Source: an optimization exercise on an open RTL-to-GDS flow (aim: small area). Production flows keep margins and buffers that such runs may drop. In this exercise RTL edits were held to simulation tests only and were not proved equivalent to the original. Power is estimated from default activity; no workload was simulated.

## flow/constraint.sdc

```tcl
create_clock -name core_clock -period 15.0 [get_ports {clk}]
set_input_delay 3.0000 -clock core_clock [delete_from_list [all_inputs] [get_ports {clk}]]
set_output_delay 3.0000 -clock core_clock [all_outputs]
set_load 0.01 [all_outputs]
```

## flow/design.v

```verilog
module cbs_rca #(parameter W = 8) (
    input  wire [W-1:0] a,
    input  wire [W-1:0] b,
    input  wire         ci,
    output wire [W-1:0] s,
    output wire         co
);
    wire [W:0] c;
    assign c[0] = ci;
    genvar i;
    generate for (i = 0; i < W; i = i + 1) begin : g
        assign s[i]   = a[i] ^ b[i] ^ c[i];
        assign c[i+1] = (a[i] & b[i]) | (a[i] & c[i]) | (b[i] & c[i]);
    end endgenerate
    assign co = c[W];
endmodule
module cbs_csel3 #(parameter W = 16, parameter L1 = 6, parameter L2 = 11) (
    input  wire [W-1:0] a,
    input  wire [W-1:0] b,
    input  wire         ci,
    output wire [W-1:0] s,
    output wire         co
);
    wire cl, m0, m1, h0c, h1c, cm;
    wire [L2-L1-1:0] ms0, ms1;
    wire [W-L2-1:0]  hs0, hs1;
    cbs_rca #(L1)    lo  (.a(a[L1-1:0]),  .b(b[L1-1:0]),  .ci(ci),   .s(s[L1-1:0]), .co(cl));
    cbs_rca #(L2-L1) mi0 (.a(a[L2-1:L1]), .b(b[L2-1:L1]), .ci(1'b0), .s(ms0), .co(m0));
    cbs_rca #(L2-L1) mi1 (.a(a[L2-1:L1]), .b(b[L2-1:L1]), .ci(1'b1), .s(ms1), .co(m1));
    cbs_rca #(W-L2)  hi0 (.a(a[W-1:L2]),  .b(b[W-1:L2]),  .ci(1'b0), .s(hs0), .co(h0c));
    cbs_rca #(W-L2)  hi1 (.a(a[W-1:L2]),  .b(b[W-1:L2]),  .ci(1'b1), .s(hs1), .co(h1c));
    assign s[L2-1:L1] = cl ? ms1 : ms0;
    assign cm = cl ? m1 : m0;
    assign s[W-1:L2] = cm ? hs1 : hs0;
    assign co = cm ? h1c : h0c;
endmodule
module cbs_window_quad (
    input  wire        clk,
    input  wire        rst,
    input  wire        trig,
    input  wire [15:0] cfg_len,
    input  wire        cfg_sinc3,
    input  wire [3:0]  bits,
    input  wire [63:0] cal_ofs,
    input  wire [79:0] cal_gain,
    input  wire [3:0]  cal_valid,
    input  wire [3:0]  offset_bin,
    output wire        ready,
    output reg         done,
    output wire [63:0] code,
    output wire [3:0]  clamp,
    output wire [3:0]  cal_inv,
    output wire [15:0] len_out
);
    reg        open;
    reg        sinc3;
    reg [15:0] lreg;       
    reg [15:0] cnt;        
    reg [1:0]  phase;
    reg [28:0] wgt;        
    reg [15:0] bv;         
    reg [15:0] len_cap;
    wire start = trig && !open && !rst;
    assign ready = !open;
    wire        csmall = (cnt[15:4] == 12'd0);
    wire        hit    = csmall && (sinc3 ? ((phase == 2'd0) ? (cnt[3:0] >= 4'd6 && cnt[3:0] <= 4'd8)
                                                             : (cnt[3:0] >= 4'd3 && cnt[3:0] <= 4'd5))
                                          : (cnt[3:0] == 4'd2));
    wire        last   = open && hit && (!sinc3 || phase == 2'd2);
    wire [15:0] cdec   = cnt + (sinc3 ? 16'hfffd : 16'hffff);
    wire [15:0] wlo;
    wire        wco;
    cbs_rca #(16) wadd (.a(wgt[15:0]), .b(bv), .ci(1'b0), .s(wlo), .co(wco));
    wire [12:0] whi = wgt[28:16] + {13{bv[15]}} + {12'd0, wco};
    wire [1:0]  r3  = cnt[1:0] + 2'd1;     
    wire [15:0] span = lreg - {14'd0, sinc3 ? r3 : 2'd0};
    always @(posedge clk) begin
        if (rst)
            open <= 1'b0;
        else if (start)
            open <= 1'b1;
        else if (last)
            open <= 1'b0;
        if (start) begin
            sinc3 <= cfg_sinc3;
            lreg  <= cfg_len;
            cnt   <= cfg_len;
            phase <= 2'd0;
            wgt   <= cfg_sinc3 ? 29'd0 : 29'd1;
            bv    <= cfg_sinc3 ? 16'd1 : 16'd0;
        end else begin
            if (hit && sinc3 && phase != 2'd2) begin
                cnt   <= lreg;
                phase <= phase + 2'd1;
            end else begin
                cnt <= cdec;
            end
            wgt <= {whi, wlo};
            if (sinc3)
                bv <= bv + ((phase == 2'd1) ? 16'hfffe : 16'd1);
        end
        if (last)
            len_cap <= span;
    end
    reg [3:0] bits_r;
    reg       first_r, last_r, last_rr, last_r3;
    always @(posedge clk) begin
        bits_r  <= bits;
        first_r <= start;
        if (rst) begin
            last_r  <= 1'b0;
            last_rr <= 1'b0;
            last_r3 <= 1'b0;
        end else begin
            last_r  <= last;
            last_rr <= last_r;
            last_r3 <= last_rr;
        end
    end
    reg  [43:0] acc [0:4];
    reg  [4:0]  cp;
    reg  [17:0] pfx [0:4];
    reg  [4:0]  fz;            
    reg  [4:0]  rel;           
    reg  [4:1]  cwr;           
    wire [4:0]  bsel5 = {1'b1, bits_r};
    reg         tick_r;
    always @(posedge clk)
        tick_r <= (start || open) && !rst;
    wire [15:0] ncode;
    wire        nclamp;
    genvar ch;
    generate for (ch = 0; ch < 5; ch = ch + 1) begin : g_acc
        wire        hold = fz[ch] && !rel[ch];
        wire        on   = tick_r && bsel5[ch];
        wire        zb   = !hold && (first_r || rel[ch]);
        wire [43:0] abase = zb ? 44'd0 : acc[ch];
        wire [43:0] base  = abase | ((rel[ch] && !first_r) ? {26'd0, pfx[ch]} : 44'd0);
        wire        cpb   = !zb && cp[ch];
        wire [28:0] add   = (on && !hold) ? wgt : 29'd0;
        wire [14:0] lo;
        wire        c15;
        cbs_rca #(15) al (.a(base[14:0]), .b(add[14:0]), .ci(1'b0), .s(lo), .co(c15));
        wire [13:0] hl;
        wire        c29;
        cbs_rca #(14) ah (.a(base[28:15]), .b(add[28:15]), .ci(cpb), .s(hl), .co(c29));
        wire [14:0] hh = base[43:29] + {14'd0, c29};
        always @(posedge clk) begin
            acc[ch] <= {hh, hl, lo};
            cp[ch]  <= c15;
        end
        if (ch == 0) begin : g_p0
            always @(posedge clk)
                pfx[ch] <= {17'd0, hold && on && wgt[0]};
        end else begin : g_pc
            localparam integer PA = (ch == 1) ? 8 : (ch == 2) ? 10 : (ch == 3) ? 12 : 13;
            localparam integer PS = (ch == 1) ? 11 : (ch == 2) ? 14 : (ch == 3) ? 16 : 18;
            wire [17:0] pbase = (hold && first_r) ? 18'd0 : pfx[ch];
            wire [PA-1:0] padd = (on && hold) ? wgt[PA-1:0] : {PA{1'b0}};
            wire [PA-1:0] plo;
            wire          pco;
            cbs_rca #(PA) p (.a(pbase[PA-1:0]), .b(padd), .ci(1'b0), .s(plo), .co(pco));
            wire [PS-PA-1:0] pmid = pbase[PS-1:PA] + {{(PS-PA-1){1'b0}}, pco};
            wire [17:0] psum;
            assign psum[PS-1:0] = {pmid, plo};
            if (PS < 18) begin : g_top
                assign psum[17:PS] = pbase[17:PS];
            end
            always @(posedge clk)
                pfx[ch] <= cwr[ch] ? {~cal_valid[ch-1], nclamp, ncode} : psum;
        end
    end endgenerate
    reg        pp_on, pre;
    reg [4:0]  s;
    reg [2:0]  gch;
    wire [43:0] dcap = acc[4];
    wire gu_load  = pp_on && !pre && (s == 5'd0);
    wire gu_step  = pp_on && !pre && (s != 5'd0) && (s != 5'd21);
    wire gu_final = pp_on && !pre && (s == 5'd21);
    reg  du_load;
    always @(posedge clk)
        du_load <= last_rr || (pp_on && !pre && s == 5'd3);
    wire fin      = gu_load && gch == 3'd4;
    always @(posedge clk) begin
        if (rst) begin
            pp_on <= 1'b0;
            done  <= 1'b0;
        end else begin
            done <= fin;
            if (last_r3) begin
                pp_on <= 1'b1;
                pre   <= 1'b1;
                s     <= 5'd1;
                gch   <= 3'd0;
            end else if (pp_on) begin
                if (pre) begin
                    if (s == 5'd17) begin
                        pre <= 1'b0;
                        s   <= 5'd0;
                    end else
                        s <= s + 5'd1;
                end else if (fin) begin
                    pp_on <= 1'b0;
                end else if (s == 5'd21) begin
                    s   <= 5'd0;
                    gch <= gch + 3'd1;
                end else
                    s <= s + 5'd1;
            end
        end
    end
    reg [43:0] du_r;
    reg [16:0] du_q;
    reg  [1:0] du_ch;
    always @(posedge clk)
        du_ch <= last_rr ? 2'd0 : gch[1:0] + 2'd1;
    reg [43:0] asel;
    always @(*)
        case (du_ch)
            2'd0: asel = acc[0];
            2'd1: asel = acc[1];
            2'd2: asel = acc[2];
            default: asel = acc[3];
        endcase
    wire [44:0] du_t = {du_r, du_q[16]};
    wire [44:0] du_x = du_load ? {2'b0, asel[43:1]} : du_t;
    wire [44:0] du_y = du_load ? {4'b0, asel[43:3]} : ~{1'b0, dcap};
    wire        du_ci = du_load ? (asel[2] & asel[0]) : 1'b1;
    wire [44:0] du_c;
    wire        du_co;
    cbs_csel3 #(45, 17, 31) dsub (.a(du_x), .b(du_y), .ci(du_ci), .s(du_c), .co(du_co));
    always @(posedge clk) begin
        if (du_load) begin
            du_r <= du_c[43:0];
            du_q <= {asel[2] ^ asel[0], asel[1], asel[0], 14'd0};
        end else begin
            du_r <= du_co ? du_c[43:0] : du_t[43:0];
            du_q <= {du_q[15:0], du_co};
        end
    end
    wire [1:0]  gc = gch[1:0];
    reg  [19:0] gsel;
    reg  [15:0] osel;
    reg         obsel;
    always @(*) begin
        gsel  = cal_valid[gc] ? cal_gain[20*gc +: 20] : 20'h80000;
        osel  = cal_valid[gc] ? cal_ofs[16*gc +: 16] : 16'd0;
        obsel = offset_bin[gc - 2'd1];
    end
    wire [17:0] e1n;
    cbs_rca #(18) eadd (.a({1'b0, du_q}), .b(~({{2{osel[15]}}, osel} + 18'd40960)),
                        .ci(1'b1), .s(e1n), .co());
    reg  [43:0] r0;
    reg  [17:0] e1;
    reg  [44:0] gr;        
    reg         gn, gz, gcur, gprev;
    reg  [1:0]  dreg;
    reg  [37:0] K;
    wire [4:0]  gbi   = 5'd19 - s;
    wire        gnext = (s <= 5'd19) ? gsel[gbi] : 1'b0;
    wire [45:0] x2  = {gr, 1'b0};
    wire [45:0] ym  = gcur ? {2'b0, r0} : 46'd0;
    wire [45:0] z1  = gn ? {2'b0, dcap} : ~{2'b0, dcap};        
    wire [45:0] z2  = gn ? 46'd0 : ~{1'b0, dcap, 1'b0};          
    wire [45:0] s1  = x2 ^ ym ^ z1;
    wire [45:0] k1  = (x2 & ym) | (x2 & z1) | (ym & z1);
    wire [45:0] s2  = x2 ^ ym ^ z2;
    wire [45:0] k2  = (x2 & ym) | (x2 & z2) | (ym & z2);
    wire [45:0] c1, c2;
    cbs_csel3 #(46, 17, 32) cp1 (.a(s1), .b({k1[44:0], !gn}), .ci(1'b0), .s(c1), .co());
    cbs_csel3 #(46, 17, 32) cp2 (.a(s2), .b({k2[44:0], !gn}), .ci(1'b0), .s(c2), .co());
    wire        r0z = (r0 == 44'd0);
    wire        znx = (c1 == 46'd0) || (c2 == 46'd0) || (gz && (!gcur || r0z));
    wire [17:0] klo;
    wire        kco;
    cbs_rca #(18) kadd (.a({K[16:0], dreg[0] | dreg[1]}), .b(gprev ? e1 : 18'd0),
                        .ci(dreg[1]), .s(klo), .co(kco));
    wire [19:0] khi = K[36:17] + {20{gprev & e1[17]}} + {19'd0, kco};
    always @(posedge clk) begin
        if (gu_load) begin
            r0 <= du_r;
            e1 <= e1n;
        end
        if (gu_load) begin
            K     <= 38'd0;
            gr    <= 45'd0;
            gn    <= 1'b0;
            gz    <= 1'b1;
            dreg  <= 2'd0;
            gprev <= 1'b0;
        end else begin
            K     <= {khi, klo};
            gprev <= gcur;
            if (!c2[45]) begin
                gr <= c2[44:0]; gn <= 1'b0; dreg <= 2'd2;
            end else if (!c1[45]) begin
                gr <= c1[44:0]; gn <= 1'b0; dreg <= 2'd1;
            end else begin
                gr <= c1[44:0]; gn <= 1'b1; dreg <= 2'd0;
            end
            if (gu_step)
                gz <= znx;
        end
        gcur <= gnext;
    end
    wire [18:0] kh   = K[37:19];
    wire        low0 = (K[17:0] == 18'd0);
    wire        inc  = K[37] ? (K[18] && (!gz || !low0)) : K[18];
    wire [18:0] nv   = kh + {18'd0, inc};
    wire        sat  = (nv[18:15] != 4'b0000) && (nv[18:15] != 4'b1111);
    wire [15:0] nc   = sat ? (nv[18] ? 16'h8000 : 16'h7fff) : nv[15:0];
    assign ncode  = nc ^ {obsel, 15'd0};
    assign nclamp = sat;
    wire [1:0] gn1 = gch[1:0] + 2'd1;
    always @(posedge clk) begin
        if (rst) begin
            fz <= 5'd0;
        end else if (last_r) begin
            fz <= 5'b11111;
        end else begin
            fz <= fz & ~rel;
        end
        rel[0] <= last_rr;
        rel[1] <= pp_on && !pre && s == 5'd3 && gn1 == 2'd1 && gch != 3'd4;
        rel[2] <= pp_on && !pre && s == 5'd3 && gn1 == 2'd2 && gch != 3'd4;
        rel[3] <= pp_on && !pre && s == 5'd3 && gn1 == 2'd3 && gch != 3'd4;
        rel[4] <= pp_on && !pre && s == 5'd20 && gch == 3'd3;
        cwr[1] <= pp_on && !pre && s == 5'd21 && gch == 3'd0;
        cwr[2] <= pp_on && !pre && s == 5'd21 && gch == 3'd1;
        cwr[3] <= pp_on && !pre && s == 5'd21 && gch == 3'd2;
        cwr[4] <= pp_on && !pre && s == 5'd21 && gch == 3'd3;
    end
    assign code    = {pfx[4][15:0], pfx[3][15:0], pfx[2][15:0], pfx[1][15:0]};
    assign clamp   = {pfx[4][16], pfx[3][16], pfx[2][16], pfx[1][16]};
    assign cal_inv = {pfx[4][17], pfx[3][17], pfx[2][17], pfx[1][17]};
    assign len_out = len_cap;
endmodule
```

## flow/flow/abc_map.script

```
strash
&get -n
&fraig -x
&put
scorr
dc2
dretime
strash
&get -n
&dch -f
&nf {D}
&put
buffer -c
topo
stime -c
upsize -c
dnsize -c
```

## flow/standard.sh

```bash
#!/bin/bash
# synth_recipe.tcl (not shown) runs the flow's synth.tcl, then flattens the netlist and writes it again
# the make line also repeats each setting of config.mk as NAME=value (left out here)
make -C /OpenROAD-flow-scripts/flow DESIGN_CONFIG=/design/flow/config.mk WORK_HOME=/design/flow/orfs CLKGATE_MAP_FILE= SYNTH_SCRIPT=/design/flow/synth_recipe.tcl "${@:-finish}"
```

## flow/flow/run.sh

```bash
#!/bin/bash
# Custom flow: the standard flow with two changes that do not touch the
# design, its registers or its constraints:
#  - synthesis maps the logic with the ABC script in abc_map.script
#    (an area-recovering &nf mapping) instead of ORFS's abc_speed.script;
#  - port buffers use the smallest buffer cell.
# Everything else (scripts, settings, power grid, taps) is ORFS's own.
set -euo pipefail
HERE=$(pwd)
rm -rf "$HERE/scripts_mod"
cp -r "$FLOW_HOME/scripts" "$HERE/scripts_mod"
cp "$HERE/flow/abc_map.script" "$HERE/scripts_mod/abc_speed.script"
bash standard.sh SCRIPTS_DIR="$HERE/scripts_mod" \
    BUFFER_PORTS_ARGS="-buffer_cell sky130_fd_sc_hd__buf_1" finish > standard.log 2>&1
```

## flow/config.mk

```make
export PLATFORM = sky130hd
export DESIGN_NAME = cbs_window_quad
export DESIGN_NICKNAME = cbs_window_quad
export VERILOG_FILES = /design/flow/design.v
export SDC_FILE = /design/flow/constraint.sdc
export NUM_CORES = 8
export LEC_CHECK = 0
export CAP_MARGIN = 20
export CORE_MARGIN = 2
export CORE_UTILIZATION = 60
export CTS_BUF_LIST = sky130_fd_sc_hd__clkbuf_8 sky130_fd_sc_hd__clkbuf_16
export CTS_CLUSTER_DIAMETER = 70
export CTS_CLUSTER_SIZE = 32
export PLACE_DENSITY = 0.65
export SLEW_MARGIN = 20
```

==> impl_metrics.yaml, run 1 <==
die:
  rows: 95
  dieArea_um2: 70000
  ios: 266
  die_y_um: 265
  die_w_um: 265
  core_um2: 67200
  initial_core_util_pct: 60.7
logic_synthesis:
  synth_cell_types: 67
  ys_warn_count: 3
  synth.ff_latch_count: 644
  synth_area_leader_cell: "dfxtp_1"
  synth_compound_area_share_pct: 11.3
  synth_top_family_by_area: "adder cells"
  synthMuxAreaShare_pct: 3.07
  synth_simple_gate_area_share_pct: 15.8
  synth_fa_ha_area_share_pct: 25.4
  ys_seq_area_share_pct: 34.9
  avgSynthCellArea_um2: 9.88
  ys.flop_type: "dfxtp_1"
  ys_async_sr_fraction_pct: 0
  yosysMostFrequentCell: "dfxtp_1"
  syn_inst: 4125
  synth_top_area_share_pct: 25.1
  synth_common_cells: "dfxtp_1 (511), inv_1 (417), nand2_1 (390)"
  synthesis.nets: 4906
  netlist_area_um2: 40800
  synthTopCellsByArea: "dfxtp_1 (25%), fa_1 (18%), edfxtp_1 (9.8%)"
  synth_xor_area_share_pct: 4.04
  synth_edf_count: 133
detailed_routing:
  finalWirelength_mm: 102
  dr.pass1.iters: 7
  vias_per_cell: 5.65
  antenna_left: 0
  vias: 29500
  drc: 0
  drtIter0Drc: 2042
  routedWlPerCell_um: 19.5
job:
  maxCapViolCount: 0
power_and_ir_drop:
  power_density_nw_per_um2: 214
  totalPowerFinal_mw: 9.46
  p_leak_nw: 19.3
  power_switching_mw: 4.15
  power_frac_clock_pct: 13.7
  power_frac_seq_pct: 29.8
  pwr-share-comb_pct: 56.5
  vdd_ir_drop_max_mv: 0.222
  intPower_mw: 5.30
  swShare_pct: 43.9
status:
  status: "finished clean"
cells_and_area:
  layout-drive-gt1-share_pct: 5.09
  syn_to_final_growth_pct: 8.27
  finalNetCount: 5093
critical_path:
  slowest_stage: "dfxtp_1"
  path_max_fanout: 87
  crit_type: "reg -> reg"
  start_kind: "flip-flop"
  cp.required_ns: 15.55
  cp_common_cell: "fa_1"
  slowest_delay_ns: 0.58
  crit_family: "adder cells"
  worstSetupEndpointType: "flip-flop"
  path_buf_inv: 2
  cp_data_arrival_time_ns: 14.62
clock_tree:
  cts-root-buf: "clkbuf_16"
  cts_max_path_buffers: 3
  cts_max_level: 2
  clk_latency_ns: 0.63
  cts_made_buffers: 41
  cts_tree: "yes"
  cts_setup_buffers: 0
  clk_pin_slew_ns: 0.10
  cts_sinks: 644
sta:
  setup_violations: 0
  fin_skew_ns: 0.0394
  slew_headroom_pct: 15.9
  tightestPinTransition_ns: 1.25
  period_needed_ns: 14.07
  tns_ns: 0
  fmax_mhz: 71.1
  fin_crit_sh_pct: 93.8
  drv_slew: 0
  finalHoldViolCount: 0
  rsz0062_at_grt: "no"
placement:
  io_buffers: 265
  dp_hpwl_mm: 80.3
  gp_congestion: 0.920
grt:
  grt-ovfl-total: 0
  track_usage_pct: 29.5
  grt_pass1_vias: 29000
  grt_max_degree: 88
  grt_pass1_wl_mm: 161
  antenna_found_initial: 2
worst_hold_path:
  hp-class: "reg -> reg"
==> metal layers <==
metal  GRT usage (%)  part of all wire [%]
met4            6.82                   2.2
met1            42.9                    45
met2            45.8                    45
met5               0                     0
met3            5.73                   8.2
==> worst paths after layout <==
check	startpoint	end	slack (ns)	depth (start not counted)
setup / recovery	du_ch[1]	du_r[8]	0.93	43
hold / removal	last_rr	rel[0]	0.44	0
setup reg to reg	du_ch[1]	du_r[8]	0.93	43
hold reg to reg	last_rr	rel[0]	0.44	0
==> stage by stage <==
step           hold WS, ns  utilization, %  area, um2  setup WS, ns  cells
2_1_floorplan        0.368               -      40800         0.199   4125
3_3_place_gp         0.416            63.5      42600         0.952   5141
3_5_place_dp         0.424            63.5      42600         0.754   5141
4_1_cts              0.446            65.7      44100         0.735   5217
5_1_grt              0.454            65.7      44100         0.136   5218
6_report             0.442            65.7      44100         0.927   5220
==> layout by cell type (no fill, tap or decap), types with 40 or more instances in the layout <==
cell type	netlist	final
inv_1	417	419
nor2_1	266	265
ha_1	236	236
xor2_1	85	85
buf_1	24	265
buf_4	5	47
dfxtp_1	511	509
a22oi_1	70	70
fa_1	369	369
clkbuf_16	0	43
and2_1	304	303
xnor2_1	103	103
o21ai_0	174	172
nand2_1	390	390
edfxtp_1	133	133
a21o_1	40	40
and3_1	41	41
nand3_1	43	43
nor2b_1	44	43
a21oi_1	178	178
==> layout make-up <==
cell class	count	area, um2
diodes	2	5.00
clock buffers	44	1090
clock inverters	32	393
fillers	5617	23000
inverters	421	1580
multi-input cells	2890	24400
flip-flops and latches	644	14200
well taps	873	1090
repair buffers	314	1370
==> cells by family after synthesis <==
logic type               after synthesis
flip-flops                           644
multiplexers                          78
XOR/XNOR                             188
adder cells (fa/ha/maj)              605
buffers and inverters                591
AND/OR/NAND/NOR                     1299
AO/OA/AOI/OAI                        720
==> registers in the layout, indices dropped and copies added, names as in the netlist, 17 cells and up <==
signal and cells:
K 38, pfx 73, acc 220, wgt 29, du_r 44, r0 44, gr 45, e1 18
du_q 17
==> power groups by stage <==
stage | logic [mW] | registers (mW) | clock network, mW
2_1_floorplan | 4.12 | 2.62 | 0
3_3_place_gp | 5.17 | 2.84 | 0
3_5_place_dp | 5.31 | 2.83 | 0
4_1_cts | 5.34 | 2.80 | 1.32
5_1_grt | 6.09 | 2.87 | 1.38
6_report | 5.34 | 2.81 | 1.30
==> what timing repair did <==
item,in CTS,in global routing
hold buffers,0,0
gates resized for setup,0,1
setup endpoints to repair,0,17
==> inputs of run 2 (changes only) <==
--- a/flow/design.v
+++ b/flow/design.v
@@ -123,4 +123,5 @@
     reg  [4:0]  fz;            
-    reg  [4:0]  rel;           
-    reg  [4:1]  cwr;           
+    wire [4:0]  rel;           
+    wire [4:1]  cwr;           
+    reg         rel0, rel4;
     wire [4:0]  bsel5 = {1'b1, bits_r};
@@ -313,3 +314,2 @@
     assign nclamp = sat;
-    wire [1:0] gn1 = gch[1:0] + 2'd1;
     always @(posedge clk) begin
@@ -322,12 +322,9 @@
         end
-        rel[0] <= last_rr;
-        rel[1] <= pp_on && !pre && s == 5'd3 && gn1 == 2'd1 && gch != 3'd4;
-        rel[2] <= pp_on && !pre && s == 5'd3 && gn1 == 2'd2 && gch != 3'd4;
-        rel[3] <= pp_on && !pre && s == 5'd3 && gn1 == 2'd3 && gch != 3'd4;
-        rel[4] <= pp_on && !pre && s == 5'd20 && gch == 3'd3;
-        cwr[1] <= pp_on && !pre && s == 5'd21 && gch == 3'd0;
-        cwr[2] <= pp_on && !pre && s == 5'd21 && gch == 3'd1;
-        cwr[3] <= pp_on && !pre && s == 5'd21 && gch == 3'd2;
-        cwr[4] <= pp_on && !pre && s == 5'd21 && gch == 3'd3;
+        rel0 <= last_rr;
+        rel4 <= pp_on && !pre && s == 5'd20 && gch == 3'd3;
     end
+    assign rel = {rel4, du_load && du_ch == 2'd3, du_load && du_ch == 2'd2,
+                  du_load && du_ch == 2'd1, rel0};
+    assign cwr = {gu_load && gch == 3'd4, gu_load && gch == 3'd3,
+                  gu_load && gch == 3'd2, gu_load && gch == 3'd1};
     assign code    = {pfx[4][15:0], pfx[3][15:0], pfx[2][15:0], pfx[1][15:0]};
--- a/flow/config.mk
+++ b/flow/config.mk
@@ -9,7 +9,7 @@
 export CORE_MARGIN = 2
-export CORE_UTILIZATION = 60
+export CORE_UTILIZATION = 80
 export CTS_BUF_LIST = sky130_fd_sc_hd__clkbuf_8 sky130_fd_sc_hd__clkbuf_16
-export CTS_CLUSTER_DIAMETER = 70
-export CTS_CLUSTER_SIZE = 32
-export PLACE_DENSITY = 0.65
+export CTS_CLUSTER_DIAMETER = 55
+export CTS_CLUSTER_SIZE = 30
+export PLACE_DENSITY = 0.86
 export SLEW_MARGIN = 20
==> run 2 against run 1 <==
  * First-iteration DRC count rose by 67%
  * Routed wire length increased by 3.9%
  * Register-to-register slack lost 0.18 ns
  * Via count rose by 6.0%
  * Fmax fell by 1.3%
  * Largest power group unchanged
  * Non-clock buffer count is 11 lower
  * Cell count shrank 4.0%
  * Still clean on timing, DRC and antenna
  * Hold slack improved by 0.0040 ns
  * Clock-buffer cell count up 3
==> impl_metrics.yaml, run 2 <==
clock_tree:
  cts-root-buf: "clkbuf_16"
  clk_pin_slew_ns: 0.10
  hold_buffers: 0
  cts_setup_buffers: 0
  cts_max_path_buffers: 3
  clk_latency_ns: 0.63
  ctsResizeCount: 0
  cts_made_buffers: 46
  cts_max_level: 2
  cts_sinks: 637
  cts_tree: "yes"
sta:
  rsz0062_at_grt: "no"
  finalHoldViolCount: 0
  slew_headroom_pct: 24.5
  setup_violations: 0
  drv_slew: 0
  fin_crit_sh_pct: 95.0
  fmax_mhz: 70.1
  fin_skew_ns: 0.0361
  tns_ns: 0
  tightestPinTransition_ns: 1.13
  holdWs_ns: 0.446
  period_needed_ns: 14.26
  worst_slack_ns: 0.744
worst_hold_path:
  whs_path_depth: 0
  hp-class: "reg -> reg"
cells_and_area:
  largest_register_ffs: 220
  n_fill_cell: 2613
  finalNetCount: 5081
  largest-register: "acc"
  layout-drive-gt1-share_pct: 6.02
  finalNonFillerCells: 5010
  final_cell_mix: "dfxtp_1 (503), inv_1 (417), nand2_1 (413)"
  design_area_um2: 43800
  top_regs: "acc: 220 flops, pfx: 73 flops, gr: 45 flops"
  syn_to_final_growth_pct: 7.84
  final_common_cell: "dfxtp_1"
detailed_routing:
  drc: 0
  finalWirelength_mm: 106
  vias: 31300
  vias_per_cell: 6.24
  antenna_left: 0
  drtIter0Drc: 3414
  routedWlPerCell_um: 21.1
  dr.pass1.iters: 8
critical_path:
  cp_common_cell: "fa_1"
  worstSetupEndpointType: "flip-flop"
  slowest_stage: "o211ai_4"
  cp_data_arrival_time_ns: 14.78
  slowest_delay_ns: 0.62
  start_kind: "flip-flop"
  path_max_fanout: 44
  rr_worst_depth: 46
  cp.required_ns: 15.53
  crit_type: "reg -> reg"
grt:
  grt_max_degree: 71
  grt-ovfl-total: 0
  grt_pass1_vias: 31600
  grt_pass1_wl_mm: 169
  track_usage_pct: 40.9
  antenna_found_initial: 5
logic_synthesis:
  synth_edf_count: 133
  yosysMostFrequentCell: "dfxtp_1"
  ys_async_sr_fraction_pct: 0
  syn_inst: 4111
  ys_warn_count: 3
  synth_cell_types: 82
  ys_seq_area_share_pct: 34.6
  synthTopCellsByArea: "dfxtp_1 (25%), fa_1 (18%), edfxtp_1 (9.8%)"
  netlist_area_um2: 40600
  ys.flop_type: "dfxtp_1"
  synth_area_leader_cell: "dfxtp_1"
  synth_top_area_share_pct: 24.8
  avgSynthCellArea_um2: 9.89
  synth_common_cells: "dfxtp_1 (504), inv_1 (418), nand2_1 (413)"
  synth.ff_latch_count: 637
  synthesis.nets: 4892
placement:
  dpl_cell_area_um2: 42100
  gp_congestion: 0.959
  place_ws_ns: 1.00
  place_inst: 4924
  dp_hpwl_mm: 79.1
  io_buffers: 265
die:
  rows: 82
  die_y_um: 229
  core_um2: 50200
  die_w_um: 229
  ios: 266
  dieArea_um2: 52600
  initial_core_util_pct: 81.0
job:
  maxCapViolCount: 0
power_and_ir_drop:
  p_leak_nw: 19.1
  vdd_ir_drop_max_mv: 0.194
  power_density_nw_per_um2: 227
status:
  status: "finished clean"
run 2: cells by family (layout without fill, tap and decap cells):
kind of cell               Yosys count  count (layout)  synth area share, %
muxes                               74              74                 2.98
DFF                                637             637                 34.6
xor gates and xnor gates           191             191                 4.17
buffers and inverters              584             810                 5.66
AOI/OAI and AO/OA                  695             695                 11.2
adders and majority gates          605             605                 25.4
other                                0               1                    0
and+or+nand+nor                   1325            1325                 16.0
run 2: critical path, delay by kind of cell (launching register included):
kind	cells	cell delay, ns
adders and majority gates	17	7.97
and+or+nand+nor	6	0.93
buffers and inverters	2	0.90
DFF	1	0.48
AOI/OAI and AO/OA	21	3.80
run 2: final timing paths:
kind                                from       to  slack, ns
worst max-delay path            du_ch[1]  du_r[6]       0.74
worst min-delay path             last_rr     rel0       0.45
worst max register to register  du_ch[1]  du_r[6]       0.74
worst min register to register   last_rr     rel0       0.45
run 2: area by class of cell:
cell class	instances	area (um2)	share of cell area, %
Tap cell	672	841	1.92
Clock buffer	47	1180	2.68
Multi-Input combinational cell	2890	24300	55.5
Sequential cell	637	14100	32.1
Timing Repair Buffer	303	1280	2.92
Clock inverter	38	534	1.22
Inverter	422	1590	3.62
Antenna cell	1	2.50	0.00571
run 2: metrics by stage:
step / power [mW] / util (%)
final: 9.94 / 87.4
after global routing: 10.6 / 87.4
after CTS: 9.79 / 87.4
after detailed placement: 8.25 / 83.9
after global placement: 7.87 / 83.9
after floorplan: 6.92 / -
run 2: layer usage:
metal	up-vias	GRT usage (%)	part of all wire, %
li1	14100	-	-
met1	15200	55.3	39
met2	1645	64.9	46
met3	309	7.99	10
met4	6	17.6	4.8
met5	-	0	0.039
run 2: where the power goes:
group	switching, mW	leakage, nW	internal (mW)	total, mW
sequential	0.523	5.40	2.30	2.82
combinational	3.23	12.9	2.48	5.71
clock	0.753	0.817	0.655	1.41
==> inputs of run 3 (changes only) <==
--- a/flow/config.mk
+++ b/flow/config.mk
@@ -9,7 +9,7 @@
 export CORE_MARGIN = 2
-export CORE_UTILIZATION = 80
+export CORE_UTILIZATION = 70
 export CTS_BUF_LIST = sky130_fd_sc_hd__clkbuf_8 sky130_fd_sc_hd__clkbuf_16
-export CTS_CLUSTER_DIAMETER = 55
-export CTS_CLUSTER_SIZE = 30
-export PLACE_DENSITY = 0.86
+export CTS_CLUSTER_DIAMETER = 70
+export CTS_CLUSTER_SIZE = 32
+export PLACE_DENSITY = 0.75
 export SLEW_MARGIN = 20
==> run 3 against run 2 <==
  * First-iteration DRC count shrank 30%
  * Combinational power shrank 6.0%
  * Synthesized cell count is the same
  * Design area shrank 0.35%
  * Largest cell class unchanged
  * Register-to-register slack gained 0.28 ns
  * Hold slack gained 0.0015 ns
  * Flip-flop and latch count is the same
  * Worst setup slack gained 0.28 ns
==> impl_metrics.yaml, run 3 <==
die:
  ios: 266
  die_y_um: 245
  die_w_um: 245
  rows: 88
  initial_core_util_pct: 70.6
  core_um2: 57600
  dieArea_um2: 60000
grt:
  track_usage_pct: 33.3
  grt-ovfl-total: 0
  antenna_found_initial: 2
  grt_max_degree: 71
  grt_pass1_wl_mm: 157
  grt_pass1_vias: 29200
worst_hold_path:
  hp-class: "reg -> reg"
  hold_end: "r0[43]"
  whs_path_depth: 0
  hp-start: "du_r[43]"
critical_path:
  crit_type: "reg -> reg"
  start_kind: "flip-flop"
  cp_data_arrival_time_ns: 14.49
  slowest_delay_ns: 0.96
  r2r-end: "du_r[13]"
  rrSetupSlack_ns: 1.03
  cp.required_ns: 15.52
  path_buf_inv: 1
  rr_worst_depth: 45
  cp_common_cell: "fa_1"
  regToRegStartpoint: "du_ch[0]"
  worstSetupEndpointType: "flip-flop"
  crit_family: "adder cells"
  path_max_fanout: 70
  slowest_stage: "dfxtp_2"
placement:
  place_inst: 5016
  gp_congestion: 0.925
  io_buffers: 265
  dp_hpwl_mm: 76.1
logic_synthesis:
  avgSynthCellArea_um2: 9.89
  synth_edf_count: 133
  ys_async_sr_fraction_pct: 0
  synthesis.nets: 4892
  synth_common_cells: "dfxtp_1 (504), inv_1 (418), nand2_1 (413)"
  ys.flop_type: "dfxtp_1"
  ys_seq_area_share_pct: 34.6
  synthTopCellsByArea: "dfxtp_1 (25%), fa_1 (18%), edfxtp_1 (9.8%)"
  synth_top_area_share_pct: 24.8
  synth.ff_latch_count: 637
  netlist_area_um2: 40600
  synth_cell_types: 82
  ys_warn_count: 3
  synth_area_leader_cell: "dfxtp_1"
  yosysMostFrequentCell: "dfxtp_1"
  syn_inst: 4111
detailed_routing:
  vias_per_cell: 5.84
  vias: 29800
  dr.pass1.iters: 6
  antenna_left: 0
  routedWlPerCell_um: 19.2
  finalWirelength_mm: 97.9
  drtIter0Drc: 2375
  drc: 0
sta:
  slew_headroom_pct: 27.8
  tns_ns: 0
  setup_violations: 0
  tightestPinTransition_ns: 1.08
  period_needed_ns: 13.97
  fmax_mhz: 71.6
  holdWs_ns: 0.447
  finalHoldViolCount: 0
  rsz0062_at_grt: "no"
  fin_crit_sh_pct: 93.1
  drv_slew: 0
  fin_skew_ns: 0.0316
cells_and_area:
  largest_register_ffs: 220
  multi_input_area_um2: 24300
  final_common_cell: "dfxtp_1"
  seqCellArea_um2: 14100
  syn_to_final_growth_pct: 7.46
  top_regs: "acc: 220 flops, pfx: 73 flops, gr: 45 flops"
  layout-drive-gt1-share_pct: 5.76
  finalNetCount: 5075
  n_fill_cell: 4211
  final_cell_mix: "dfxtp_1 (502), inv_1 (418), nand2_1 (413)"
  largest-register: "acc"
  finalNonFillerCells: 5092
clock_tree:
  cts_tree: "yes"
  cts_made_buffers: 39
  clk_latency_ns: 0.61
  ctsResizeCount: 0
  cts-root-buf: "clkbuf_16"
  cts_setup_buffers: 0
  clk_pin_slew_ns: 0.11
  cts_sinks: 637
  cts_max_path_buffers: 3
  hold_buffers: 0
  cts_max_level: 2
power_and_ir_drop:
  p_leak_nw: 19.0
  power_density_nw_per_um2: 216
  vdd_ir_drop_max_mv: 0.287
status:
  status: "finished clean"
job:
  maxCapViolCount: 0
-- run 3: worst max-delay path by stage --
stage / to / cells past startpoint / slack [ns] / start
after floorplan: du_r[21] / 50 / 1.63 / du_ch[1]
after global placement: du_r[0] / 45 / 1.42 / du_ch[0]
after detailed placement: gr[23] / 43 / 1.20 / gn
after CTS: gr[23] / 44 / 1.11 / gcur
after global routing: gr[31] / 44 / 0.25 / gcur
final: du_r[13] / 45 / 1.03 / du_ch[0]
-- run 3: routing by layer --
metal	GRT usage [%]	routed length, um	vias to the layer above
met4	9.76	3000	0
met2	51.4	43700	963
met1	48.6	43100	14600
met3	5.61	8060	157
li1	-	-	14100
met5	0	0	-
-- run 3: stage by stage --
| stage | utilization, % | total power, mW | setup WS, ns | instance area (um2) |
|---|---|---|---|---|
| floorplan | - | 6.92 | 1.63 | 40600 |
| global placement | 73.4 | 7.93 | 1.42 | 42200 |
| detailed placement | 73.4 | 8.12 | 1.20 | 42200 |
| CTS | 75.8 | 9.40 | 1.11 | 43600 |
| global route | 75.8 | 10.2 | 0.246 | 43700 |
| finish | 75.9 | 9.42 | 1.03 | 43700 |
-- run 3: area by class of cell --
type | count | area share, %
multi-input combinational | 2890 | 55.7
sequential | 637 | 32.2
inverter | 422 | 3.63
timing repair buffer | 304 | 3.00
clock buffer | 39 | 2.23
tap | 765 | 2.19
clock inverter | 33 | 0.974
antenna | 2 | 0.0115
-- run 3: cell families (layout without fill, tap and decap cells) --
family,Yosys count,after routing,synth area share [%]
buffers and inverters,584,798,5.66
xor gates and xnor gates,191,191,4.17
adders and majority gates,605,605,25.4
AOI/OAI and AO/OA,695,695,11.2
and+or+nand+nor,1325,1325,16.0
other,0,2,0
DFF,637,637,34.6
muxes,74,74,2.98
-- run 3: power breakdown --
| part | switching [mW] | internal, mW |
|---|---|---|
| logic | 2.95 | 2.42 |
| clock network | 0.700 | 0.550 |
| registers | 0.499 | 2.30 |
| total | 4.15 | 5.27 |
-- run 3: worst reg2reg max path, delay by kind of cell, from the launching register on --
family,cells,cell delay (ns)
flops,1,0.96
fa+ha+maj,17,7.93
simple gates,5,0.92
buf+inv,1,0.32
compound gates,22,3.75
==> inputs of run 4 (changes only) <==
--- a/flow/config.mk
+++ b/flow/config.mk
@@ -13,3 +13,3 @@
 export CTS_CLUSTER_SIZE = 32
-export PLACE_DENSITY = 0.75
+export PLACE_DENSITY = 0.82
 export SLEW_MARGIN = 20
==> run 4 against run 3 <==
  * Still clean on timing, DRC and antenna
  * Design area fell by 0.18%
  * Clock-buffer cell count is the same
  * Critical path depth stayed put
  * Global-route usage increased by 0.65 points
  * Cell count decreased by 0.20%
  * Clock skew is essentially flat
  * Die area unchanged
  * Power about the same
  * Routed wire length increased by 1.8%
  * Critical path type unchanged
  * Largest power group unchanged
==> impl_metrics.yaml, run 4 <==
status:
  status: "finished clean"
sta:
  slew_headroom_pct: 29.6
  fmax_mhz: 70.7
  worst_slack_ns: 0.853
  setup_violations: 0
  period_needed_ns: 14.15
  holdWs_ns: 0.438
  tns_ns: 0
  fin_skew_ns: 0.0313
  fin_crit_sh_pct: 94.3
  rsz0062_at_grt: "no"
  tightestPinTransition_ns: 1.05
  finalHoldViolCount: 0
  drv_slew: 0
logic_synthesis:
  synthTopCellsByArea: "dfxtp_1 (25%), fa_1 (18%), edfxtp_1 (9.8%)"
  synth_edf_count: 133
  ys_warn_count: 3
  avgSynthCellArea_um2: 9.89
  synth_area_leader_cell: "dfxtp_1"
  synthesis.nets: 4892
  synth_cell_types: 82
  ys.flop_type: "dfxtp_1"
  yosysMostFrequentCell: "dfxtp_1"
  ys_seq_area_share_pct: 34.6
  synth.ff_latch_count: 637
  syn_inst: 4111
  netlist_area_um2: 40600
  synth_common_cells: "dfxtp_1 (504), inv_1 (418), nand2_1 (413)"
  ys_async_sr_fraction_pct: 0
  synth_top_area_share_pct: 24.8
placement:
  io_buffers: 265
  gp_congestion: 0.919
  place_ws_ns: 0.957
  dp_hpwl_mm: 77.9
power_and_ir_drop:
  totalPowerFinal_mw: 9.42
  power_frac_seq_pct: 29.6
  intPower_mw: 5.28
  power_frac_clock_pct: 12.9
  p_leak_nw: 18.9
  vdd_ir_drop_max_mv: 0.420
  power_density_nw_per_um2: 216
  pwr-share-comb_pct: 57.5
  swShare_pct: 44.0
  power_switching_mw: 4.14
cells_and_area:
  final_common_cell: "dfxtp_1"
  antennaDiodeCount: 0
  syn_to_final_growth_pct: 7.26
  layout-drive-gt1-share_pct: 5.56
  n_fill_cell: 4048
  final_util_pct: 75.7
  final_cell_mix: "dfxtp_1 (502), inv_1 (419), nand2_1 (413)"
  finalNetCount: 5070
  largest_register_ffs: 220
  top_regs: "acc: 220 flops, pfx: 73 flops, gr: 45 flops"
  largest-register: "acc"
worst_hold_path:
  hp-class: "reg -> reg"
  whs_path_depth: 0
  hold_end: "r0[42]"
  hp-start: "du_r[42]"
clock_tree:
  cts_setup_buffers: 0
  cts_made_buffers: 37
  cts_max_path_buffers: 3
  clk_pin_slew_ns: 0.10
  ctsResizeCount: 0
  clk_latency_ns: 0.61
  hold_buffers: 0
  cts_sinks: 637
  cts_tree: "yes"
  cts_max_level: 2
  cts-root-buf: "clkbuf_16"
critical_path:
  path_buf_inv: 1
  cp_common_cell: "fa_1"
  r2r-end: "du_r[7]"
  rrSetupSlack_ns: 0.85
  crit_type: "reg -> reg"
  regToRegStartpoint: "du_ch[0]"
  worstSetupEndpointType: "flip-flop"
  slowest_stage: "dfxtp_2"
  path_max_fanout: 54
  start_kind: "flip-flop"
  slowest_delay_ns: 0.93
  rr_worst_depth: 45
  crit_family: "adder cells"
  cp_data_arrival_time_ns: 14.67
  cp.required_ns: 15.52
detailed_routing:
  vias_per_cell: 5.95
  antenna_left: 0
  drc: 0
  routedWlPerCell_um: 19.6
  finalWirelength_mm: 99.7
  dr.pass1.iters: 9
  vias: 30200
  drtIter0Drc: 2458
die:
  initial_core_util_pct: 70.6
  die_y_um: 245
  die_w_um: 245
  core_um2: 57600
  ios: 266
  dieArea_um2: 60000
  rows: 88
grt:
  grt_pass1_wl_mm: 160
  track_usage_pct: 33.9
  antenna_found_initial: 1
  grt_max_degree: 57
  grt-ovfl-total: 0
  grt_pass1_vias: 30100
job:
  maxCapViolCount: 0
run 4: changes by cell type in the layout (fill, tap and decap cells not counted), sizes merged:
cell,previous run,this run
buf,304,301
clkinvlp,1,5
diode,2,0
clkinv,12,9
bufinv,1,2
inv,441,434
run 4: cells by family (layout without fill, tap and decap cells):
logic type               after synthesis  after routing  synth area share (%)
buffers and inverters                584            790                  5.66
adder cells (fa/ha/maj)              605            605                  25.4
AND/OR/NAND/NOR                     1325           1325                  16.0
flip-flops                           637            637                  34.6
multiplexers                          74             74                  2.98
XOR/XNOR                             191            191                  4.17
AO/OA/AOI/OAI                        695            695                  11.2
run 4: worst max-delay path by stage:
| stage | start | slack [ns] | to | cells after the start |
|---|---|---|---|---|
| final | du_ch[0] | 0.85 | du_r[7] | 45 |
| after global routing | du_ch[0] | 0.18 | du_r[7] | 45 |
| after CTS | du_ch[0] | 0.93 | du_r[7] | 45 |
| after detailed placement | du_ch[0] | 0.96 | du_r[20] | 45 |
| after global placement | du_ch[0] | 1.21 | du_r[5] | 45 |
| after floorplan | du_ch[1] | 1.63 | du_r[21] | 50 |
run 4: worst register-to-register path, delay by kind of cell (launching register included):
kind	cells	cell delay, ns
fa+ha+maj	17	7.90
compound gates	22	4.04
flops	1	0.93
simple gates	5	0.89
buf+inv	1	0.31
run 4: per-layer routing:
layer | global-route usage [%] | routed length, um | vias up
li1 | - | - | 14100
met1 | 48.3 | 42000 | 14800
met2 | 52.5 | 45300 | 1183
met3 | 6.20 | 8720 | 204
met4 | 12.0 | 3640 | 2
met5 | 0 | 8 | -
run 4: layout make-up:
cell class	instances	area (um2)	share of cell area [%]
Multi-Input combinational cell	2890	24300	55.8
Clock buffer	39	976	2.24
Clock inverter	28	382	0.875
Sequential cell	637	14100	32.3
Timing Repair Buffer	301	1280	2.95
Tap cell	765	957	2.20
Inverter	422	1580	3.63
run 4: power by group through the flow:
stage	sequential (mW)	clock (mW)	combinational [mW]
detailed placement	2.80	0	5.34
global placement	2.79	0	5.06
CTS	2.77	1.24	5.37
global route	2.84	1.29	6.08
floorplan	2.59	0	4.33
finish	2.78	1.22	5.42
run 4: per-stage QoR:
step,cell area [um2],std cells
global placement,42200,5014
floorplan,40600,4111
finish,43600,5082
detailed placement,42200,5015
global route,43600,5082
CTS,43600,5082
==> inputs of run 5 (changes only) <==
--- a/flow/config.mk
+++ b/flow/config.mk
@@ -10,6 +10,6 @@
 export CORE_UTILIZATION = 70
-export CTS_BUF_LIST = sky130_fd_sc_hd__clkbuf_8 sky130_fd_sc_hd__clkbuf_16
+export CTS_BUF_LIST = sky130_fd_sc_hd__clkbuf_16
 export CTS_CLUSTER_DIAMETER = 70
 export CTS_CLUSTER_SIZE = 32
-export PLACE_DENSITY = 0.82
+export PLACE_DENSITY = 0.75
 export SLEW_MARGIN = 20
==> run 5 against run 4 <==
  * Register-to-register slack better by 0.17 ns
  * Combinational power decreased by 0.9%
  * Die area is the same
  * Cell count grew 0.20%
  * Clock-buffer cell count unchanged
  * Critical endpoint is now du_r[13]
  * Largest cell class unchanged
==> impl_metrics.yaml, run 5 <==
grt:
  use_met2_pct: 51.4
  grt_pass1_vias: 29200
  grt-ovfl-total: 0
  grt_pass1_wl_mm: 157
  grt_max_degree: 71
  antenna_found_initial: 2
  met3_usage_pct: 5.61
  track_usage_pct: 33.3
  grt.met1_usage_pct: 48.6
  busiest_layer: "met2"
detailed_routing:
  finalWirelength_mm: 97.9
  vias: 29800
  drtIter0Drc: 2375
  antenna_left: 0
  vias_per_cell: 5.84
  drc: 0
  routedWlPerCell_um: 19.2
  dr.pass1.iters: 6
cells_and_area:
  syn_to_final_growth_pct: 7.46
  final_common_cell: "dfxtp_1"
  layout-drive-gt1-share_pct: 5.76
  final_cell_mix: "dfxtp_1 (502), inv_1 (418), nand2_1 (413)"
  largest-register: "acc"
  design_area_um2: 43700
  largest_register_ffs: 220
  top_regs: "acc: 220 flops, pfx: 73 flops, gr: 45 flops"
  finalNetCount: 5075
clock_tree:
  clk_pin_slew_ns: 0.11
  cts_max_path_buffers: 3
  hold_buffers: 0
  clk_latency_ns: 0.61
  cts_setup_buffers: 0
  ctsResizeCount: 0
  cts-root-buf: "clkbuf_16"
  cts_made_buffers: 39
  cts_sinks: 637
  cts_tree: "yes"
  cts_max_level: 2
die:
  dieArea_um2: 60000
  die_w_um: 245
  core_um2: 57600
  rows: 88
  die_y_um: 245
  ios: 266
  initial_core_util_pct: 70.6
critical_path:
  path_buf_inv: 1
  path_depth: 45
  rr_worst_depth: 45
  cp_common_cell: "fa_1"
  r2r-end: "du_r[13]"
  crit_family: "adder cells"
  rrSetupSlack_ns: 1.03
  worstSetupEndpointType: "flip-flop"
  slowest_stage: "dfxtp_2"
  path_max_fanout: 70
  cp_data_arrival_time_ns: 14.49
  slowest_delay_ns: 0.96
  cp.required_ns: 15.52
  regToRegStartpoint: "du_ch[0]"
  crit_type: "reg -> reg"
  start_kind: "flip-flop"
logic_synthesis:
  synth.ff_latch_count: 637
  avgSynthCellArea_um2: 9.89
  synth_common_cells: "dfxtp_1 (504), inv_1 (418), nand2_1 (413)"
  synth_top_family_by_area: "adder cells"
  synth_simple_gate_area_share_pct: 16.0
  yosysMostFrequentCell: "dfxtp_1"
  synthMuxAreaShare_pct: 2.98
  ys_seq_area_share_pct: 34.6
  synthTopCellsByArea: "dfxtp_1 (25%), fa_1 (18%), edfxtp_1 (9.8%)"
  synthesis.nets: 4892
  synth_cell_types: 82
  synth_xor_area_share_pct: 4.17
  synth_top_area_share_pct: 24.8
  synth_edf_count: 133
  netlist_area_um2: 40600
  synth_fa_ha_area_share_pct: 25.4
  syn_inst: 4111
  synth_compound_area_share_pct: 11.2
  ys_warn_count: 3
  ys.flop_type: "dfxtp_1"
  synth_area_leader_cell: "dfxtp_1"
  ys_async_sr_fraction_pct: 0
power_and_ir_drop:
  p_leak_nw: 19.0
  totalPowerFinal_mw: 9.42
  power_density_nw_per_um2: 216
  vdd_ir_drop_max_mv: 0.287
status:
  status: "finished clean"
sta:
  fmax_mhz: 71.6
  period_needed_ns: 13.97
  setup_violations: 0
  tns_ns: 0
  fin_skew_ns: 0.0316
  drv_slew: 0
  tightestPinTransition_ns: 1.08
  rsz0062_at_grt: "no"
  fin_crit_sh_pct: 93.1
  slew_headroom_pct: 27.8
  worst_slack_ns: 1.03
  finalHoldViolCount: 0
worst_hold_path:
  hp-start: "du_r[43]"
  hp-class: "reg -> reg"
  hold_end: "r0[43]"
  whs_path_depth: 0
placement:
  io_buffers: 265
  place_ws_ns: 1.20
  dpl_cell_area_um2: 42200
  dp_hpwl_mm: 76.1
  gp_congestion: 0.925
job:
  maxCapViolCount: 0
[run 5: cell types whose count changed in the layout (fill, tap and decap cells not counted), moves of 2 or more]
cell,before,now
inv_12,4,9
clkinv_4,0,4
clkinvlp_4,5,1
inv_6,5,8
buf_4,34,36
clkinv_2,1,3
diode_2,0,2
[run 5: how the worst max path moves through the flow]
stage / slack (ns) / start / to
final: 1.03 / du_ch[0] / du_r[13]
after global routing: 0.25 / gcur / gr[31]
after CTS: 1.11 / gcur / gr[23]
after detailed placement: 1.20 / gn / gr[23]
after global placement: 1.42 / du_ch[0] / du_r[0]
after floorplan: 1.63 / du_ch[1] / du_r[21]
[run 5: report_power, final]
group	internal, mW	switching, mW	total [mW]
Clock	0.550	0.700	1.25
Sequential	2.30	0.499	2.79
Combinational	2.42	2.95	5.37
[run 5: logic make-up (layout without fill, tap and decap cells)]
group | Yosys count | after routing
AO/OA/AOI/OAI | 695 | 695
XOR/XNOR | 191 | 191
adder cells (fa/ha/maj) | 605 | 605
buffers and inverters | 584 | 798
flip-flops | 637 | 637
multiplexers | 74 | 74
other | 0 | 2
AND/OR/NAND/NOR | 1325 | 1325
[run 5: cell type report]
type                            count  area [um2]
Clock inverter                     33         425
Clock buffer                       39         976
Fill cell                        4211       13900
Multi-Input combinational cell   2890       24300
Timing Repair Buffer              304        1310
Tap cell                          765         957
Sequential cell                   637       14100
Antenna cell                        2        5.00
Inverter                          422        1590
[run 5: per-stage QoR]
| step | utilization (%) | std cells | hold slack [ns] |
|---|---|---|---|
| 2_1_floorplan | - | 4111 | 0.372 |
| 3_3_place_gp | 73.4 | 5016 | 0.420 |
| 3_5_place_dp | 73.4 | 5016 | 0.423 |
| 4_1_cts | 75.8 | 5088 | 0.446 |
| 5_1_grt | 75.8 | 5090 | 0.458 |
| 6_report | 75.9 | 5092 | 0.447 |
[run 5: layer usage]
metal,wire [um],share of wire [%],up-vias
met4,3000,3.1,0
met1,43100,44,14600
met2,43700,45,963
li1,-,-,14100
met5,0,0,-
met3,8060,8.2,157
==> inputs of run 6 (changes only) <==
--- a/flow/design.v
+++ b/flow/design.v
@@ -98,4 +98,3 @@
             wgt <= {whi, wlo};
-            if (sinc3)
-                bv <= bv + ((phase == 2'd1) ? 16'hfffe : 16'd1);
+            bv <= bv + (!sinc3 ? 16'd0 : (phase == 2'd1) ? 16'hfffe : 16'd1);
         end
@@ -105,3 +104,3 @@
     reg [3:0] bits_r;
-    reg       first_r, last_r, last_rr, last_r3;
+    reg       first_r, last_r, last_rr;
     always @(posedge clk) begin
@@ -112,3 +111,2 @@
             last_rr <= 1'b0;
-            last_r3 <= 1'b0;
         end else begin
@@ -116,3 +114,2 @@
             last_rr <= last_r;
-            last_r3 <= last_rr;
         end
@@ -190,3 +187,3 @@
             done <= fin;
-            if (last_r3) begin
+            if (rel0) begin
                 pp_on <= 1'b1;
@@ -322,3 +319,3 @@
         end
-        rel0 <= last_rr;
+        rel0 <= last_rr && !rst;
         rel4 <= pp_on && !pre && s == 5'd20 && gch == 3'd3;
--- a/flow/config.mk
+++ b/flow/config.mk
@@ -10,6 +10,6 @@
 export CORE_UTILIZATION = 70
-export CTS_BUF_LIST = sky130_fd_sc_hd__clkbuf_16
+export CTS_BUF_LIST = sky130_fd_sc_hd__clkbuf_8 sky130_fd_sc_hd__clkbuf_16
 export CTS_CLUSTER_DIAMETER = 70
 export CTS_CLUSTER_SIZE = 32
-export PLACE_DENSITY = 0.75
+export PLACE_DENSITY = 0.82
 export SLEW_MARGIN = 20
==> run 6 against run 5 <==
  * Highest routed layer is now met5
  * Area after synthesis fell by 0.58%
  * Die area is 0.57% lower
  * Via count is 1.3% higher
  * Cell count shrank 0.20%
  * First-iteration DRC count grew 11%
  * Core utilization fell by 0.12 points
  * Critical endpoint is now du_r[5]
  * Sequential power down 5%
  * Combinational power shrank 4.1%
  * Hold slack lost 0.0071 ns
  * Fmax fell by 0.66%
  * Routed wire length increased by 3.4%
  * Clock power about the same
==> impl_metrics.yaml, run 6 <==
status:
  status: "finished clean"
clock_tree:
  clk_latency_ns: 0.61
  cts_max_level: 2
  cts_max_path_buffers: 3
  cts-root-buf: "clkbuf_16"
  ctsResizeCount: 0
  clk_pin_slew_ns: 0.10
  cts_tree: "yes"
  cts_sinks: 636
  cts_setup_buffers: 0
  cts_made_buffers: 39
  hold_buffers: 0
cells_and_area:
  final_common_cell: "dfxtp_1"
  layout-drive-gt1-share_pct: 5.45
  largest_register_ffs: 220
  largest-register: "acc"
  design_area_um2: 43400
  top_regs: "acc: 220 flops, pfx: 73 flops, gr: 45 flops"
  syn_to_final_growth_pct: 7.50
  final_util_pct: 75.7
  n_fill_cell: 4061
  finalNetCount: 5065
  final_cell_mix: "dfxtp_1 (518), inv_1 (418), nand2_1 (407)"
sta:
  fin_crit_sh_pct: 93.8
  slew_headroom_pct: 27.3
  tns_ns: 0
  finalHoldViolCount: 0
  worst_slack_ns: 0.935
  fmax_mhz: 71.1
  tightestPinTransition_ns: 1.09
  fin_skew_ns: 0.0369
  rsz0062_at_grt: "no"
  period_needed_ns: 14.06
  setup_violations: 0
  drv_slew: 0
die:
  initial_core_util_pct: 70.5
  rows: 88
  die_w_um: 244
  core_um2: 57400
  die_y_um: 244
  dieArea_um2: 59700
  ios: 266
logic_synthesis:
  avgSynthCellArea_um2: 9.84
  ys.flop_type: "dfxtp_1"
  synth.ff_latch_count: 636
  synth_edf_count: 117
  synthTopCellsByArea: "dfxtp_1 (26%), fa_1 (18%), edfxtp_1 (8.7%)"
  synth_area_leader_cell: "dfxtp_1"
  synth_top_area_share_pct: 25.7
  synth_cell_types: 77
  yosysMostFrequentCell: "dfxtp_1"
  synth_common_cells: "dfxtp_1 (519), inv_1 (419), nand2_1 (407)"
  syn_inst: 4108
  ys_seq_area_share_pct: 34.4
  ys_async_sr_fraction_pct: 0
  synthesis.nets: 4889
  netlist_area_um2: 40400
  ys_warn_count: 3
placement:
  place_ws_ns: 1.09
  gp_congestion: 0.935
  dp_hpwl_mm: 78.9
  dpl_cell_area_um2: 42000
  io_buffers: 265
detailed_routing:
  dr.pass1.iters: 6
  vias: 30100
  drc: 0
  vias_per_cell: 5.93
  antenna_left: 0
  drtIter0Drc: 2645
  finalWirelength_mm: 101
  routedWlPerCell_um: 19.9
power_and_ir_drop:
  power_frac_clock_pct: 13.7
  power_switching_mw: 3.99
  p_leak_nw: 19.0
  power_frac_seq_pct: 29.3
  swShare_pct: 44.1
  intPower_mw: 5.05
  vdd_ir_drop_max_mv: 0.202
  pwr-share-comb_pct: 57.0
  power_density_nw_per_um2: 208
  totalPowerFinal_mw: 9.03
grt:
  antenna_found_initial: 6
  grt_max_degree: 71
  grt-ovfl-total: 0
  grt_pass1_wl_mm: 161
  grt_pass1_vias: 29700
  track_usage_pct: 34.5
critical_path:
  rr_worst_depth: 45
  crit_type: "reg -> reg"
  cp_data_arrival_time_ns: 14.59
  slowest_stage: "o211ai_4"
  cp_common_cell: "fa_1"
  cp.required_ns: 15.53
  worstSetupEndpointType: "flip-flop"
  path_max_fanout: 62
  slowest_delay_ns: 0.60
  start_kind: "flip-flop"
worst_hold_path:
  whs_path_depth: 0
  hp-class: "reg -> reg"
job:
  maxCapViolCount: 0
## run 6: cell types whose count changed in the layout (fill, tap and decap cells not counted), moves of 11 or more
cell,previous run,this run
and3_1,27,47
nor2_1,285,309
a22oi_1,83,69
a21oi_1,157,133
a22o_2,12,0
edfxtp_1,133,117
a221oi_1,1,16
nand3_1,69,51
dfxtp_1,502,518
a21oi_2,7,31
a22o_1,12,24
and2_1,303,292
## run 6: cell type report
cell class / count / area [um2] / share of cell area [%]
diodes: 3 / 7.51 / 0.0173
inverters: 421 / 1580 / 3.64
multi-input cells: 2888 / 24300 / 56.0
repair buffers: 298 / 1260 / 2.90
clock inverters: 29 / 349 / 0.804
clock buffers: 42 / 1050 / 2.42
flip-flops and latches: 636 / 13900 / 32.0
well taps: 765 / 957 / 2.20
## run 6: per-stage QoR
step / hold WS (ns) / instances
6_report: 0.440 / 5082
5_1_grt: 0.460 / 5080
4_1_cts: 0.440 / 5078
3_5_place_dp: 0.416 / 5007
3_3_place_gp: 0.416 / 5007
2_1_floorplan: 0.406 / 4108
## run 6: layer usage
layer,up-vias,GRT usage [%],routed length [um]
met2,1176,53.6,45600
met4,6,11.4,3560
met5,-,0,31
met3,202,5.55,8650
met1,14700,49.9,43300
li1,14100,-,-
## run 6: cells by family after synthesis
logic type / Yosys count / synth area share, %
simple gates: 1330 / 16.0
compound gates: 689 / 11.3
flops: 636 / 34.4
fa+ha+maj: 605 / 25.6
buf+inv: 584 / 5.59
xor+xnor: 181 / 3.92
mux: 83 / 3.21
## run 6: critical path, delay by kind of cell, from the launching register on
kind / cells / cell delay, ns
and+or+nand+nor: 3 / 0.48
buffers and inverters: 2 / 0.67
AOI/OAI and AO/OA: 22 / 4.19
DFF: 1 / 0.46
adders and majority gates: 18 / 8.12
## run 6: final timing paths
check	startpoint	end	slack, ns
setup / recovery	du_ch[0]	du_r[5]	0.94
hold / removal	du_r[43]	r0[43]	0.44
hold reg to reg	du_r[43]	r0[43]	0.44
setup reg to reg	du_ch[0]	du_r[5]	0.94
## run 6: power by group through the flow
stage | combinational [mW] | sequential [mW] | clock [mW]
after floorplan | 3.99 | 2.49 | 0
after global placement | 4.85 | 2.66 | 0
after detailed placement | 5.08 | 2.66 | 0
after CTS | 5.11 | 2.63 | 1.25
after global routing | 5.78 | 2.69 | 1.31
final | 5.15 | 2.64 | 1.23
==> inputs of run 7 (changes only) <==
--- a/flow/design.v
+++ b/flow/design.v
@@ -170,5 +170,6 @@
     end endgenerate
-    reg        pp_on, pre;
+    reg        pp_on;
     reg [4:0]  s;
     reg [2:0]  gch;
+    wire       pre = (gch == 3'd7);
     wire [43:0] dcap = acc[4];
@@ -182,2 +183,10 @@
     always @(posedge clk) begin
+        if (rel0) begin
+            s   <= 5'd5;
+            gch <= 3'd7;
+        end else begin
+            s <= (s == 5'd21) ? 5'd0 : s + 5'd1;
+            if (s == 5'd21)
+                gch <= gch + 3'd1;
+        end
         if (rst) begin
@@ -187,22 +196,6 @@
             done <= fin;
-            if (rel0) begin
+            if (rel0)
                 pp_on <= 1'b1;
-                pre   <= 1'b1;
-                s     <= 5'd1;
-                gch   <= 3'd0;
-            end else if (pp_on) begin
-                if (pre) begin
-                    if (s == 5'd17) begin
-                        pre <= 1'b0;
-                        s   <= 5'd0;
-                    end else
-                        s <= s + 5'd1;
-                end else if (fin) begin
-                    pp_on <= 1'b0;
-                end else if (s == 5'd21) begin
-                    s   <= 5'd0;
-                    gch <= gch + 3'd1;
-                end else
-                    s <= s + 5'd1;
-            end
+            else if (fin)
+                pp_on <= 1'b0;
         end
--- a/flow/config.mk
+++ b/flow/config.mk
@@ -9,5 +9,5 @@
 export CORE_MARGIN = 2
-export CORE_UTILIZATION = 70
+export CORE_UTILIZATION = 75
 export CTS_BUF_LIST = sky130_fd_sc_hd__clkbuf_8 sky130_fd_sc_hd__clkbuf_16
-export CTS_CLUSTER_DIAMETER = 70
+export CTS_CLUSTER_DIAMETER = 65
 export CTS_CLUSTER_SIZE = 32
==> run 7 against run 6 <==
  * Via count increased by 1.5%
  * Design area decreased by 0.36%
  * Non-clock buffer count increased by 2
  * Synthesized cell count increased by 0.19%
  * Clock power increased by 8%
  * Highest routed layer unchanged
==> impl_metrics.yaml, run 7 <==
critical_path:
  cp.required_ns: 15.48
  slowest_stage: "a21oi_2"
  slowest_delay_ns: 0.68
  crit_family: "adder cells"
  path_max_fanout: 27
  crit_type: "reg -> reg"
  cp_common_cell: "fa_1"
  worstSetupEndpointType: "flip-flop"
  cp_data_arrival_time_ns: 14.78
  path_buf_inv: 1
  start_kind: "flip-flop"
grt:
  track_usage_pct: 36.9
  antenna_found_initial: 4
  grt_pass1_wl_mm: 161
  grt-ovfl-total: 0
  grt_pass1_vias: 29800
  grt_max_degree: 54
detailed_routing:
  dr.pass1.iters: 9
  routedWlPerCell_um: 20.1
  vias_per_cell: 6.10
  vias: 30600
  antenna_left: 0
  drtIter0Drc: 2786
  finalWirelength_mm: 101
  drc: 0
logic_synthesis:
  synthesis.nets: 4898
  ys.flop_type: "dfxtp_1"
  syn_inst: 4116
  synth_top_area_share_pct: 26.3
  synth.ff_latch_count: 635
  netlist_area_um2: 40200
  ys_warn_count: 3
  synthTopCellsByArea: "dfxtp_1 (26%), fa_1 (18%), edfxtp_1 (8.1%)"
  synth_area_leader_cell: "dfxtp_1"
  synth_edf_count: 108
  synth_common_cells: "dfxtp_1 (527), inv_1 (422), nand2_1 (398)"
  ys_async_sr_fraction_pct: 0
  synth_cell_types: 77
  avgSynthCellArea_um2: 9.76
  yosysMostFrequentCell: "dfxtp_1"
  ys_seq_area_share_pct: 34.3
cells_and_area:
  top_regs: "acc: 220 flops, pfx: 73 flops, gr: 45 flops"
  layout-drive-gt1-share_pct: 4.97
  seqCellArea_um2: 13800
  finalNetCount: 5076
  largest_register_ffs: 220
  syn_to_final_growth_pct: 7.74
  final_common_cell: "dfxtp_1"
  largest-register: "acc"
  final_cell_mix: "dfxtp_1 (524), inv_1 (422), nand2_1 (398)"
  n_fill_cell: 3320
  multi_input_area_um2: 24200
  final_util_pct: 82.0
clock_tree:
  cts_max_level: 2
  hold_buffers: 0
  cts_setup_buffers: 0
  cts-root-buf: "clkbuf_16"
  clk_pin_slew_ns: 0.10
  cts_tree: "yes"
  cts_made_buffers: 41
  cts_max_path_buffers: 3
  clk_latency_ns: 0.62
  ctsResizeCount: 0
  cts_sinks: 635
sta:
  tns_ns: 0
  fmax_mhz: 69.9
  drv_slew: 0
  slew_headroom_pct: 30.1
  period_needed_ns: 14.30
  tightestPinTransition_ns: 1.05
  fin_skew_ns: 0.0354
  fin_crit_sh_pct: 95.3
  setup_violations: 0
  finalHoldViolCount: 0
  rsz0062_at_grt: "no"
placement:
  gp_congestion: 0.960
  dp_hpwl_mm: 77.7
  io_buffers: 265
power_and_ir_drop:
  vdd_ir_drop_max_mv: 0.284
  power_density_nw_per_um2: 210
  p_leak_nw: 19.0
status:
  status: "finished clean"
job:
  maxCapViolCount: 0
worst_hold_path:
  hp-class: "reg -> reg"
die:
  die_w_um: 235
  ios: 266
  rows: 84
  core_um2: 52800
  dieArea_um2: 55400
  initial_core_util_pct: 76.2
  die_y_um: 235
## run 7: kinds of logic after synthesis
group	count (synthesis)	share of synthesized area, %
AOI/OAI and AO/OA	720	11.4
adders and majority gates	606	25.8
xor gates and xnor gates	181	3.96
DFF	635	34.3
muxes	81	3.16
buffers and inverters	589	5.58
and+or+nand+nor	1304	15.8
## run 7: path summary, 6_finish.rpt
check | start | endpoint | slack [ns] | depth (start not counted)
worst max register to register | gn | gr[23] | 0.70 | 42
worst max-delay path | gn | gr[23] | 0.70 | 42
worst min-delay path | du_r[42] | r0[42] | 0.44 | 0
worst min register to register | du_r[42] | r0[42] | 0.44 | 0
## run 7: where the power goes
part,internal [mW],leakage [nW],total (mW),switching (mW)
logic,2.28,12.9,5.31,3.03
clock network,0.593,0.749,1.33,0.735
registers,2.12,5.31,2.44,0.324
total,4.99,19.0,9.08,4.09
## run 7: layout make-up
type | count | area share, %
repair buffers | 300 | 2.90
clock buffers | 41 | 2.37
diodes | 2 | 0.0116
well taps | 688 | 1.99
flip-flops and latches | 635 | 31.9
inverters | 424 | 3.68
clock inverters | 34 | 1.21
multi-input cells | 2892 | 56.0
## run 7: per-stage QoR
stage | cells | cell area (um2) | hold slack [ns] | power (mW) | setup slack, ns
global route | 5015 | 43300 | 0.464 | 9.79 | 0.00326
finish | 5016 | 43300 | 0.436 | 9.08 | 0.698
global placement | 4939 | 41700 | 0.415 | 7.36 | 1.18
floorplan | 4116 | 40200 | 0.401 | 6.38 | 1.36
CTS | 5014 | 43300 | 0.432 | 9.00 | 0.752
detailed placement | 4939 | 41700 | 0.412 | 7.61 | 0.855
## run 7: metal layers
| metal | GRT usage [%] | part of all wire, % | up-vias |
|---|---|---|---|
| met5 | 0 | 0.013 | - |
| met4 | 12.3 | 3.9 | 2 |
| met3 | 6.18 | 9.2 | 251 |
| met2 | 57.6 | 45 | 1311 |
| met1 | 53.0 | 42 | 14900 |
| li1 | - | - | 14100 |

## port drivers added, routing unchanged
Ports are ideal in the flow. The routed layouts listed here were re-timed in OpenROAD.
Step 1 (the two cells are an assumption about what drives the block):
set clk [get_ports {clk}]
set_driving_cell -lib_cell sky130_fd_sc_hd__clkbuf_16 $clk
set_driving_cell -lib_cell sky130_fd_sc_hd__buf_2 [delete_from_list [all_inputs] $clk]
Step 2 also shifts input and output timing later by t, the mid clock arrival at the registers, as if the neighbouring blocks saw the same clock.
Slacks: no drivers / after step 1 / after step 2; pairs: no drivers / after step 1.
| run | t (ns) | setup WS [ns] | slew at the worst register clock pin (ns) |
|---|---|---|---|
| run 1 | 0.679 | 0.927 / 0.927 / 0.927 | 0.11 / 0.11 |
| run 2 | 0.675 | 0.744 / 0.744 / 0.744 | 0.10 / 0.10 |
| run 3 | 0.653 | 1.028 / 1.028 / 1.028 | 0.11 / 0.11 |
| run 4 | 0.653 | 0.853 / 0.853 / 0.853 | 0.11 / 0.11 |
| run 5 | 0.653 | 1.028 / 1.028 / 1.028 | 0.11 / 0.11 |
| run 6 | 0.657 | 0.935 / 0.935 / 0.935 | 0.11 / 0.11 |
| run 7 | 0.667 | 0.698 / 0.698 / 0.698 | 0.12 / 0.12 |
After both steps every run listed still meets setup and hold.
